Context: an optimization exercise on an open-source flow, tuned for small area, a short achievable clock period and few clock cycles per item. The choices shown serve that exercise and are no tape-out recipe.
Only simulation tests tie the RTL to the original design; equivalence was not proved.

==> inputs of trial 81 <==
Design rs_linecode_dec, start of the top module:
module rs_linecode_dec (
    input  wire       clk,
    input  wire       rst,
    input  wire       in_valid,
    output wire       in_ready,
    input  wire [7:0] in_sym,
    input  wire       in_era_valid,
    input  wire [3:0] in_era_dev,
    output reg        out_valid,
    output reg  [7:0] out_sym,
    output reg        out_last,
    output reg        out_ue,
    output reg        out_ce,
    output reg  [3:0] out_nerr,
    output reg  [9:0] out_devmask
);
    function [7:0] gf_mul;
        input [7:0] a;
        input [7:0] b;
        integer i;
        reg [7:0] p;
        reg [7:0] aa;
        begin
            p  = 8'd0;
            aa = a;
            for (i = 0; i < 8; i = i + 1) begin
                if (b[i]) p = p ^ aa;
                aa = {aa[6:0], 1'b0} ^ (aa[7] ? 8'h1d : 8'h00);
            end
            gf_mul = p;
        end
    endfunction
    function [7:0] gf_pow;
        input integer n;
        integer i;
        reg [7:0] p;
        begin
            p = 8'd1;
            for (i = 0; i < n % 255; i = i + 1)
                p = {p[6:0], 1'b0} ^ (p[7] ? 8'h1d : 8'h00);
  ...
make LEC_CHECK=0 CAP_MARGIN=40 CORE_MARGIN=2 CORE_UTILIZATION=40 SLEW_MARGIN=30 finish   # period 17.0 ns
run.sh (not shown) runs the stock make flow with config.mk's settings and CLKGATE_MAP_FILE= SYNTH_SCRIPT=/design/flow/synth_recipe.tcl, a recipe that flattens the netlist after the stock synthesis.
==> trial 54: changes against trial 81 <==
--- a/flow/design.v
+++ b/flow/design.v
@@ -185,28 +185,28 @@
                 acc[k] <= gf_mul(acc[k], gf_pow(176 * k));
             else if (acc_rot)
                 acc[k] <= acc[(k + 1) % 12];
         end
     end
     localparam [3:0] S_IDLE = 4'd0,
                      S_ROT  = 4'd1,
-                     S_BMD  = 4'd2,       
+                     S_BM   = 4'd2,       
                      S_BMU  = 4'd3,       
-                     S_BM1  = 4'd4,       
                      S_OMG  = 4'd5,
                      S_SIG1 = 4'd6,
                      S_SIG2 = 4'd7,
                      S_CNT  = 4'd8,
                      S_CEND = 4'd9,
                      S_DEC  = 4'd10,
                      S_RLD2 = 4'd11,
                      S_LEAD = 4'd12;
     reg  [3:0] st, st_n;
     reg  [3:0] r;                         
     reg  [3:0] rc;                        
+    reg        dz;                        
     reg  [3:0] L;
     reg        d_era;
     reg  [3:0] d_dev;
     reg  [7:0] lam [0:10];                
     reg  [7:0] bp  [0:10];                
     reg  [7:0] gam, gtmp, dlt;
     reg        swp;
@@ -234,52 +234,61 @@
         4'd6: rom = 72'ha94361db643077853b;
         4'd7: rom = 72'h934e741772ad5a8181;
         4'd8: rom = 72'h8824a2e77cac6cd90d;
         4'd9: rom = 72'h7fd192270fa548fdd9;
         default: rom = 72'h0;
         endcase
     end
+    reg [71:0] rom_in;
+    always @(*) begin
+        case (edev_in)
+        4'd0: rom_in = 72'hf59029599645dc12fc;
+        4'd1: rom_in = 72'hef63a3bf84576351e6;
+        4'd2: rom_in = 72'h0e869c3e11d5428249;
+        4'd3: rom_in = 72'hc49cfb61b9337ce3a8;
+        4'd4: rom_in = 72'h7e48ab2db4b6a3e64f;
+        4'd5: rom_in = 72'haabfec24eb6fc2a885;
+        4'd6: rom_in = 72'ha94361db643077853b;
+        4'd7: rom_in = 72'h934e741772ad5a8181;
+        4'd8: rom_in = 72'h8824a2e77cac6cd90d;
+        4'd9: rom_in = 72'h7fd192270fa548fdd9;
+        default: rom_in = 72'h0;
+        endcase
+    end
     wire [7:0]  g1     = rom[7:0];
     wire [7:0]  g2     = rom[71:64];
     reg md_b;                             
-    reg md_fo;                            
-    reg  [7:0] f3_iv, f3_ov;              
     reg use_com;                          
     reg [7:0] com;
-    reg hi;                               
-    reg hi_a, hi_b;                       
+    reg hi;
     reg [7:0] dpart;
     reg       o_we;                       
     reg [3:0] o_idx;
     reg [7:0] o_val;                      
     reg  [7:0] la [0:6];
     reg  [7:0] ly [0:6];
     reg  [7:0] lp [0:6];
     reg  [7:0] lamv, bpv, accv;
     reg        mkv;
     reg  [7:0] dsum, dsumt;
     always @(*) begin
         for (k = 0; k < 7; k = k + 1) begin
-            if ((k < 2 ? hi_a : hi_b) && k < 4) begin
+            if (hi && k < 4) begin
                 lamv = lam[k + 7];
                 bpv  = bp[k + 7];
                 accv = acc[(17 - k) % 12];
                 mkv  = mk[k + 7];
             end else begin
                 lamv = lam[k];
                 bpv  = bp[k];
                 accv = acc[(12 - k) % 12];
                 mkv  = mk[k];
             end
-            la[k] = md_b ? ((k == 0 && !hi_a) ? gam : bpv) : lamv;
-            if (k == 6 && md_fo)
-                la[k] = f3_ov;
-            if (k == 6 && md_fo)
-                ly[k] = f3_iv;
-            else if (hi_b && k >= 4)
+            la[k] = md_b ? ((k == 0 && !hi) ? gam : bpv) : lamv;
+            if (hi && k >= 4)
                 ly[k] = 8'd0;
             else if (use_com)
                 ly[k] = com;
             else
                 ly[k] = mkv ? accv : 8'd0;
             lp[k] = gf_mul(la[k], ly[k]);
         end
@@ -302,14 +311,15 @@
     reg        lim_r;                     
     wire [3:0] nroot_p = nroot + {3'd0, rf};
     reg  [7:0] f1_ov, f1_lo;
     reg        f1_rt;
     reg [11:0] f2_ia;
     reg  [7:0] f2_ov;
     reg        f2_rt;
+    reg  [7:0] f3_iv, f3_ov;
     reg        f3_rt;
     reg  [7:0] f4_err;
     reg        f4_rt;
     reg  [7:0] ov_now, lo_now;
     always @(*) begin
         ov_now = 8'd0;
         for (k = 0; k < 10; k = k + 1) ov_now = ov_now ^ co[k];
@@ -322,15 +332,15 @@
         f1_rt  <= (cv0 == 8'd0) || in_e;
         f2_ia  <= inv_a(f1_lo);
         f2_ov  <= f1_ov;
         f2_rt  <= f1_rt;
         f3_iv  <= inv_b(f2_ia);
         f3_ov  <= f2_ov;
         f3_rt  <= f2_rt;
-        f4_err <= lp[6];
+        f4_err <= gf_mul(f3_ov, f3_iv);
         f4_rt  <= f3_rt;
     end
     reg        oact;
     reg  [6:0] rp;
     reg        corr;
     reg        l_ue, l_corr;
     reg  [3:0] l_nerr;
@@ -377,114 +387,103 @@
             out_nerr    <= l_nerr;
             out_devmask <= l_dm;
         end
     end
     assign acc_scale = (st == S_IDLE) && pend && !acc_zero;
     wire two = d_era;                     
     wire adv = !two || hi;                
-    wire dact = (st == S_BMD);            
-    wire dzc  = (dlt == 8'd0);
+    wire dact = (st == S_BM) && dz && (rc != 4'd11);    
     assign acc_rot   = (st == S_ROT) || (dact && adv) || (st == S_OMG && adv);
+    reg dz_n;
     always @(*) begin
         st_n = st;
         case (st)
-        S_IDLE: if (pend && !acc_zero) st_n = era_in ? S_ROT : S_BMD;
-        S_ROT:  if (cc == 4'd7) st_n = S_BMD;
-        S_BMD:  if (adv) st_n = S_BM1;
-        S_BM1:  if (dzc) st_n = (rc == 4'd11) ? S_OMG : S_BMD;
-                else if (adv) st_n = S_BMU;
-        S_BMU:  if (adv) st_n = (rc == 4'd11) ? S_OMG : S_BMD;
+        S_IDLE: if (pend && !acc_zero) st_n = era_in ? S_ROT : S_BM;
+        S_ROT:  if (cc == 4'd7) st_n = S_BM;
+        S_BM:   if (dz) begin
+                    if (rc == 4'd11) st_n = S_OMG;
+                end else if (adv) st_n = S_BMU;
+        S_BMU:  if (adv) st_n = (rc == 4'd11) ? S_OMG : S_BM;
         S_OMG:  if (adv && cc == L - 4'd1) st_n = d_era ? S_SIG1 : S_CNT;
         S_SIG1: st_n = S_SIG2;
         S_SIG2: st_n = S_CNT;
         S_CNT:  if (cp == 7'd79 || nroot_p == need_r) st_n = S_CEND;
         S_CEND: st_n = S_DEC;
         S_DEC:  st_n = go_dec ? S_IDLE : (d_era ? S_RLD2 : S_LEAD);
         S_RLD2: st_n = S_LEAD;
         S_LEAD: if (cc == 4'd4) st_n = S_IDLE;
         default: st_n = S_IDLE;
         endcase
         if (rst) st_n = S_IDLE;
+        dz_n = dz;
+        if (st == S_IDLE) dz_n = 1'b1;
+        if (dact && adv) dz_n = (dsumt == 8'd0);
+        if (st == S_BMU && adv) dz_n = 1'b1;
     end
     always @(posedge clk) begin
         st     <= st_n;
-        md_b    <= (st_n == S_BM1);
-        md_fo   <= (st_n == S_LEAD) || (st == S_LEAD) || oact;
-        use_com <= (st_n == S_BM1) || (st_n == S_BMU) ||
+        dz     <= dz_n;
+        md_b    <= (st_n == S_BM) && !dz_n;
+        use_com <= ((st_n == S_BM) && !dz_n) || (st_n == S_BMU) ||
                    (st_n == S_SIG1) || (st_n == S_DEC) ||
                    (st_n == S_SIG2) || (st_n == S_RLD2);
-        if (st_n == S_BM1)
-            com <= dact ? dsumt : dlt;
+        if (st_n == S_BM)
+            com <= (dact && adv) ? dsumt : dlt;
         else if (st_n == S_BMU)
             com <= gam;
         else if (st_n == S_SIG1 || st_n == S_DEC)
             com <= g1;
         else
             com <= g2;
         if (st == S_OMG) begin
             need_r <= L - rho;
             lim_r  <= (L > limit);
         end
         hi     <= two && !hi && !rst &&
-                  (dact || (st == S_BM1 && !dzc) || st == S_BMU || st == S_OMG);
-        hi_a   <= two && !hi && !rst &&
-                  (dact || (st == S_BM1 && !dzc) || st == S_BMU || st == S_OMG);
-        if (rst)
-            hi_b <= 1'b0;
-        else
-            hi_b <= two && !hi &&
-                    (dact || (st == S_BM1 && !dzc) || st == S_BMU || st == S_OMG);
+                  (dact || (st == S_BM && !dz) || st == S_BMU || st == S_OMG);
         o_val <= dsumt;
         o_idx <= cc;
         if (st != S_OMG) o_we <= 1'b0;
         if (o_we && o_idx < 4'd10) co[o_idx] <= o_val;
         case (st)
         S_IDLE: if (pend && !acc_zero) begin
             d_era <= era_in;
             d_dev <= edev_in;
             lam[0] <= 8'd1;
             bp[0]  <= 8'd1;
             for (k = 1; k < 9; k = k + 1) begin
-                lam[k] <= 8'd0;
-                bp[k]  <= 8'd0;
+                lam[k] <= era_in ? rom_in[8*k-1 -: 8] : 8'd0;
+                bp[k]  <= era_in ? rom_in[8*k-1 -: 8] : 8'd0;
             end
             lam[9]  <= 8'd0;
             lam[10] <= 8'd0;
             bp[9]   <= 8'd0;
             bp[10]  <= 8'd0;
             gam <= 8'd1;
             L   <= era_in ? 4'd8 : 4'd0;
             r   <= era_in ? 4'd8 : 4'd0;
             rc  <= 4'd0;
             dlt <= 8'd0;
             cc  <= 4'd0;
             mk  <= 11'h7ff;
             for (k = 0; k < 10; k = k + 1) co[k] <= 8'd0;
         end
-        S_ROT: begin
-            cc <= cc + 4'd1;
-            if (cc == 4'd0)
-                for (k = 1; k < 9; k = k + 1) begin
-                    lam[k] <= rom[8*k-1 -: 8];
-                    bp[k]  <= rom[8*k-1 -: 8];
-                end
-        end
-        S_BMD: if (!adv) begin
-            dpart <= dsum;
-        end else begin
-            dlt   <= dsumt;
-            rc    <= r;
-            r     <= r + 4'd1;
-            bp[0] <= 8'd0;
-            for (k = 1; k < 11; k = k + 1) bp[k] <= bp[k - 1];
-        end
-        S_BM1: if (dzc) begin
+        S_ROT: cc <= cc + 4'd1;
+        S_BM: if (dz) begin
             if (rc == 4'd11) begin
                 cc <= 4'd0;
                 mk <= 11'h001;
+            end else if (!adv) begin
+                dpart <= dsum;
+            end else begin
+                dlt   <= dsumt;
+                rc    <= r;
+                r     <= r + 4'd1;
+                bp[0] <= 8'd0;
+                for (k = 1; k < 11; k = k + 1) bp[k] <= bp[k - 1];
             end
         end else begin
             if (!hi) begin
                 gtmp <= lp[0];
                 for (k = 1; k < 7; k = k + 1) bp[k] <= lp[k];
                 swp <= ({L, 1'b0} <= {1'b0, rc} + {1'b0, rho});
             end else begin
==> build 23: changes against trial 81 <==
--- a/flow/design.v
+++ b/flow/design.v
@@ -185,28 +185,28 @@
                 acc[k] <= gf_mul(acc[k], gf_pow(176 * k));
             else if (acc_rot)
                 acc[k] <= acc[(k + 1) % 12];
         end
     end
     localparam [3:0] S_IDLE = 4'd0,
                      S_ROT  = 4'd1,
-                     S_BMD  = 4'd2,       
+                     S_BM   = 4'd2,       
                      S_BMU  = 4'd3,       
-                     S_BM1  = 4'd4,       
                      S_OMG  = 4'd5,
                      S_SIG1 = 4'd6,
                      S_SIG2 = 4'd7,
                      S_CNT  = 4'd8,
                      S_CEND = 4'd9,
                      S_DEC  = 4'd10,
                      S_RLD2 = 4'd11,
                      S_LEAD = 4'd12;
     reg  [3:0] st, st_n;
     reg  [3:0] r;                         
     reg  [3:0] rc;                        
+    reg        dz;                        
     reg  [3:0] L;
     reg        d_era;
     reg  [3:0] d_dev;
     reg  [7:0] lam [0:10];                
     reg  [7:0] bp  [0:10];                
     reg  [7:0] gam, gtmp, dlt;
     reg        swp;
@@ -234,52 +234,61 @@
         4'd6: rom = 72'ha94361db643077853b;
         4'd7: rom = 72'h934e741772ad5a8181;
         4'd8: rom = 72'h8824a2e77cac6cd90d;
         4'd9: rom = 72'h7fd192270fa548fdd9;
         default: rom = 72'h0;
         endcase
     end
+    reg [71:0] rom_in;
+    always @(*) begin
+        case (edev_in)
+        4'd0: rom_in = 72'hf59029599645dc12fc;
+        4'd1: rom_in = 72'hef63a3bf84576351e6;
+        4'd2: rom_in = 72'h0e869c3e11d5428249;
+        4'd3: rom_in = 72'hc49cfb61b9337ce3a8;
+        4'd4: rom_in = 72'h7e48ab2db4b6a3e64f;
+        4'd5: rom_in = 72'haabfec24eb6fc2a885;
+        4'd6: rom_in = 72'ha94361db643077853b;
+        4'd7: rom_in = 72'h934e741772ad5a8181;
+        4'd8: rom_in = 72'h8824a2e77cac6cd90d;
+        4'd9: rom_in = 72'h7fd192270fa548fdd9;
+        default: rom_in = 72'h0;
+        endcase
+    end
     wire [7:0]  g1     = rom[7:0];
     wire [7:0]  g2     = rom[71:64];
     reg md_b;                             
-    reg md_fo;                            
-    reg  [7:0] f3_iv, f3_ov;              
     reg use_com;                          
     reg [7:0] com;
-    reg hi;                               
-    reg hi_a, hi_b;                       
+    reg hi;
     reg [7:0] dpart;
     reg       o_we;                       
     reg [3:0] o_idx;
     reg [7:0] o_val;                      
     reg  [7:0] la [0:6];
     reg  [7:0] ly [0:6];
     reg  [7:0] lp [0:6];
     reg  [7:0] lamv, bpv, accv;
     reg        mkv;
     reg  [7:0] dsum, dsumt;
     always @(*) begin
         for (k = 0; k < 7; k = k + 1) begin
-            if ((k < 2 ? hi_a : hi_b) && k < 4) begin
+            if (hi && k < 4) begin
                 lamv = lam[k + 7];
                 bpv  = bp[k + 7];
                 accv = acc[(17 - k) % 12];
                 mkv  = mk[k + 7];
             end else begin
                 lamv = lam[k];
                 bpv  = bp[k];
                 accv = acc[(12 - k) % 12];
                 mkv  = mk[k];
             end
-            la[k] = md_b ? ((k == 0 && !hi_a) ? gam : bpv) : lamv;
-            if (k == 6 && md_fo)
-                la[k] = f3_ov;
-            if (k == 6 && md_fo)
-                ly[k] = f3_iv;
-            else if (hi_b && k >= 4)
+            la[k] = md_b ? ((k == 0 && !hi) ? gam : bpv) : lamv;
+            if (hi && k >= 4)
                 ly[k] = 8'd0;
             else if (use_com)
                 ly[k] = com;
             else
                 ly[k] = mkv ? accv : 8'd0;
             lp[k] = gf_mul(la[k], ly[k]);
         end
@@ -302,14 +311,15 @@
     reg        lim_r;                     
     wire [3:0] nroot_p = nroot + {3'd0, rf};
     reg  [7:0] f1_ov, f1_lo;
     reg        f1_rt;
     reg [11:0] f2_ia;
     reg  [7:0] f2_ov;
     reg        f2_rt;
+    reg  [7:0] f3_iv, f3_ov;
     reg        f3_rt;
     reg  [7:0] f4_err;
     reg        f4_rt;
     reg  [7:0] ov_now, lo_now;
     always @(*) begin
         ov_now = 8'd0;
         for (k = 0; k < 10; k = k + 1) ov_now = ov_now ^ co[k];
@@ -322,15 +332,15 @@
         f1_rt  <= (cv0 == 8'd0) || in_e;
         f2_ia  <= inv_a(f1_lo);
         f2_ov  <= f1_ov;
         f2_rt  <= f1_rt;
         f3_iv  <= inv_b(f2_ia);
         f3_ov  <= f2_ov;
         f3_rt  <= f2_rt;
-        f4_err <= lp[6];
+        f4_err <= gf_mul(f3_ov, f3_iv);
         f4_rt  <= f3_rt;
     end
     reg        oact;
     reg  [6:0] rp;
     reg        corr;
     reg        l_ue, l_corr;
     reg  [3:0] l_nerr;
@@ -377,114 +387,103 @@
             out_nerr    <= l_nerr;
             out_devmask <= l_dm;
         end
     end
     assign acc_scale = (st == S_IDLE) && pend && !acc_zero;
     wire two = d_era;                     
     wire adv = !two || hi;                
-    wire dact = (st == S_BMD);            
-    wire dzc  = (dlt == 8'd0);
+    wire dact = (st == S_BM) && dz && (rc != 4'd11);    
     assign acc_rot   = (st == S_ROT) || (dact && adv) || (st == S_OMG && adv);
+    reg dz_n;
     always @(*) begin
         st_n = st;
         case (st)
-        S_IDLE: if (pend && !acc_zero) st_n = era_in ? S_ROT : S_BMD;
-        S_ROT:  if (cc == 4'd7) st_n = S_BMD;
-        S_BMD:  if (adv) st_n = S_BM1;
-        S_BM1:  if (dzc) st_n = (rc == 4'd11) ? S_OMG : S_BMD;
-                else if (adv) st_n = S_BMU;
-        S_BMU:  if (adv) st_n = (rc == 4'd11) ? S_OMG : S_BMD;
+        S_IDLE: if (pend && !acc_zero) st_n = era_in ? S_ROT : S_BM;
+        S_ROT:  if (cc == 4'd7) st_n = S_BM;
+        S_BM:   if (dz) begin
+                    if (rc == 4'd11) st_n = S_OMG;
+                end else if (adv) st_n = S_BMU;
+        S_BMU:  if (adv) st_n = (rc == 4'd11) ? S_OMG : S_BM;
         S_OMG:  if (adv && cc == L - 4'd1) st_n = d_era ? S_SIG1 : S_CNT;
         S_SIG1: st_n = S_SIG2;
         S_SIG2: st_n = S_CNT;
         S_CNT:  if (cp == 7'd79 || nroot_p == need_r) st_n = S_CEND;
         S_CEND: st_n = S_DEC;
         S_DEC:  st_n = go_dec ? S_IDLE : (d_era ? S_RLD2 : S_LEAD);
         S_RLD2: st_n = S_LEAD;
         S_LEAD: if (cc == 4'd4) st_n = S_IDLE;
         default: st_n = S_IDLE;
         endcase
         if (rst) st_n = S_IDLE;
+        dz_n = dz;
+        if (st == S_IDLE) dz_n = 1'b1;
+        if (dact && adv) dz_n = (dsumt == 8'd0);
+        if (st == S_BMU && adv) dz_n = 1'b1;
     end
     always @(posedge clk) begin
         st     <= st_n;
-        md_b    <= (st_n == S_BM1);
-        md_fo   <= (st_n == S_LEAD) || (st == S_LEAD) || oact;
-        use_com <= (st_n == S_BM1) || (st_n == S_BMU) ||
+        dz     <= dz_n;
+        md_b    <= (st_n == S_BM) && !dz_n;
+        use_com <= ((st_n == S_BM) && !dz_n) || (st_n == S_BMU) ||
                    (st_n == S_SIG1) || (st_n == S_DEC) ||
                    (st_n == S_SIG2) || (st_n == S_RLD2);
-        if (st_n == S_BM1)
-            com <= dact ? dsumt : dlt;
+        if (st_n == S_BM)
+            com <= (dact && adv) ? dsumt : dlt;
         else if (st_n == S_BMU)
             com <= gam;
         else if (st_n == S_SIG1 || st_n == S_DEC)
             com <= g1;
         else
             com <= g2;
         if (st == S_OMG) begin
             need_r <= L - rho;
             lim_r  <= (L > limit);
         end
         hi     <= two && !hi && !rst &&
-                  (dact || (st == S_BM1 && !dzc) || st == S_BMU || st == S_OMG);
-        hi_a   <= two && !hi && !rst &&
-                  (dact || (st == S_BM1 && !dzc) || st == S_BMU || st == S_OMG);
-        if (rst)
-            hi_b <= 1'b0;
-        else
-            hi_b <= two && !hi &&
-                    (dact || (st == S_BM1 && !dzc) || st == S_BMU || st == S_OMG);
+                  (dact || (st == S_BM && !dz) || st == S_BMU || st == S_OMG);
         o_val <= dsumt;
         o_idx <= cc;
         if (st != S_OMG) o_we <= 1'b0;
         if (o_we && o_idx < 4'd10) co[o_idx] <= o_val;
         case (st)
         S_IDLE: if (pend && !acc_zero) begin
             d_era <= era_in;
             d_dev <= edev_in;
             lam[0] <= 8'd1;
             bp[0]  <= 8'd1;
             for (k = 1; k < 9; k = k + 1) begin
-                lam[k] <= 8'd0;
-                bp[k]  <= 8'd0;
+                lam[k] <= era_in ? rom_in[8*k-1 -: 8] : 8'd0;
+                bp[k]  <= era_in ? rom_in[8*k-1 -: 8] : 8'd0;
             end
             lam[9]  <= 8'd0;
             lam[10] <= 8'd0;
             bp[9]   <= 8'd0;
             bp[10]  <= 8'd0;
             gam <= 8'd1;
             L   <= era_in ? 4'd8 : 4'd0;
             r   <= era_in ? 4'd8 : 4'd0;
             rc  <= 4'd0;
             dlt <= 8'd0;
             cc  <= 4'd0;
             mk  <= 11'h7ff;
             for (k = 0; k < 10; k = k + 1) co[k] <= 8'd0;
         end
-        S_ROT: begin
-            cc <= cc + 4'd1;
-            if (cc == 4'd0)
-                for (k = 1; k < 9; k = k + 1) begin
-                    lam[k] <= rom[8*k-1 -: 8];
-                    bp[k]  <= rom[8*k-1 -: 8];
-                end
-        end
-        S_BMD: if (!adv) begin
-            dpart <= dsum;
-        end else begin
-            dlt   <= dsumt;
-            rc    <= r;
-            r     <= r + 4'd1;
-            bp[0] <= 8'd0;
-            for (k = 1; k < 11; k = k + 1) bp[k] <= bp[k - 1];
-        end
-        S_BM1: if (dzc) begin
+        S_ROT: cc <= cc + 4'd1;
+        S_BM: if (dz) begin
             if (rc == 4'd11) begin
                 cc <= 4'd0;
                 mk <= 11'h001;
+            end else if (!adv) begin
+                dpart <= dsum;
+            end else begin
+                dlt   <= dsumt;
+                rc    <= r;
+                r     <= r + 4'd1;
+                bp[0] <= 8'd0;
+                for (k = 1; k < 11; k = k + 1) bp[k] <= bp[k - 1];
             end
         end else begin
             if (!hi) begin
                 gtmp <= lp[0];
                 for (k = 1; k < 7; k = k + 1) bp[k] <= lp[k];
                 swp <= ({L, 1'b0} <= {1'b0, rc} + {1'b0, rho});
             end else begin
CORE_UTILIZATION = 55   (was 40)
==> qor.tcl <==
set qor(most_frequent_cells_in_the_layout) {1,109 x sky130_fd_sc_hd__edfxtp_1, 1,020 x sky130_fd_sc_hd__xnor2_1, 630 x sky130_fd_sc_hd__nor2_1}
set qor(synth-simple-area-share_pct) 10.22
set qor(status) {timing/DRC/antenna clean}
set qor(nNonClkBuffers) 219
set qor(cellInternalPower_mw) 6.985
set qor(seqPwrFrac_pct) 40.2
set qor(synth.net_count) 6686
set qor(r2r_end) {com[2]$_DFF_P_}
set qor(wl_met2_mm) 106.1
set qor(dr.pass1.iters) 8
set qor(worst_setup_path_endpoint) {com[2]$_DFF_P_}
-- figures above: trial 81

==> qor.tcl <==
set qor(cellInternalPower_mw) 7.199
set qor(layout.cells.most_common) {sky130_fd_sc_hd__edfxtp_1}
set qor(synth.net_count) 6887
set qor(dr.pass1.iters) 8
set qor(seqPwrFrac_pct) 39.9
set qor(most_frequent_cells_in_the_layout) {1,109 x sky130_fd_sc_hd__edfxtp_1, 1,052 x sky130_fd_sc_hd__xnor2_1, 610 x sky130_fd_sc_hd__nand2_1}
set qor(final_antenna_net_count) 0
set qor(status) {timing/DRC/antenna clean}
set qor(synth-simple-area-share_pct) 10.34
set qor(drc) 0
set qor(nNonClkBuffers) 190
set qor(r2r_end) {use_com$_DFF_P_}
set qor(final-nonclk-buf-share_pct) 1.960
set qor(worstSkewPairLatency_ps) 820
set qor(clock_tree_from_tritoncts) {built}
set qor(die-width_um) 446.6
set qor(endpoint_kind) {flop}
set qor(synth.ff_latch_count) 1363
set qor(wl_met2_mm) 110.6
-- figures above: trial 54

==> qor.tcl <==
set qor(drt_wl_total_mm) 247.7
set qor(wl_met2_mm) 112.2
set qor(layout.cells.most_common) {sky130_fd_sc_hd__edfxtp_1}
set qor(dr.pass1.iters) 6
set qor(cellInternalPower_mw) 7.244
set qor(synth.net_count) 6887
set qor(clock_area_share_pct) 5.764
set qor(crit-reg2reg-launch) {hi$_DFF_P_}
set qor(worst_setup_path_endpoint) {use_com$_DFF_P_}
set qor(synth-simple-area-share_pct) 10.34
set qor(r2r_end) {use_com$_DFF_P_}
set qor(status) {timing/DRC/antenna clean}
set qor(most_frequent_cells_in_the_layout) {1,109 x sky130_fd_sc_hd__edfxtp_1, 1,053 x sky130_fd_sc_hd__xnor2_1, 610 x sky130_fd_sc_hd__nand2_1}
-- figures above: build 23

Testbench counts of trial 81, summed over its fixed seeds: cycles 110,051, items 800.
Testbench counts of trial 54, summed over its fixed seeds: cycles 108,835, items 800.
Testbench counts of build 23, summed over its fixed seeds: cycles 108,835, items 800.

## what the ideal ports hide
In the flow no input, the clock included, has a driving cell. The finished layouts below were timed again as built, in two steps. Step 1: set_driving_cell puts a clkbuf_16 on clk and a buf_2 on each other input, an assumption about the parent block. Step 2 times the ports against the registers' clock, not the clock port: input delays grow and output delays shrink by t, the midpoint of the rising clock arrivals with the driver on. Slacks: ideal / step 1 / step 2; pairs: ideal / step 1.
run | shift t [ns] | setup WS [ns] | latest minus earliest clock arrival (ns) | worst data-port slew with drivers (ns)
trial 81 | 0.893 | 11.196 / 11.196 / 11.114 | 0.079 / 0.079 | 0.05
trial 54 | 0.897 | 11.089 / 11.089 / 11.089 | 0.034 / 0.034 | 0.04
build 23 | 0.865 | 11.002 / 11.002 / 11.002 | 0.038 / 0.038 | 0.07
After both steps setup and hold are still met in every run listed. The setup slack of trial 81, which loses most, moves by 0.000 ns with the drivers and by -0.082 ns with both steps.
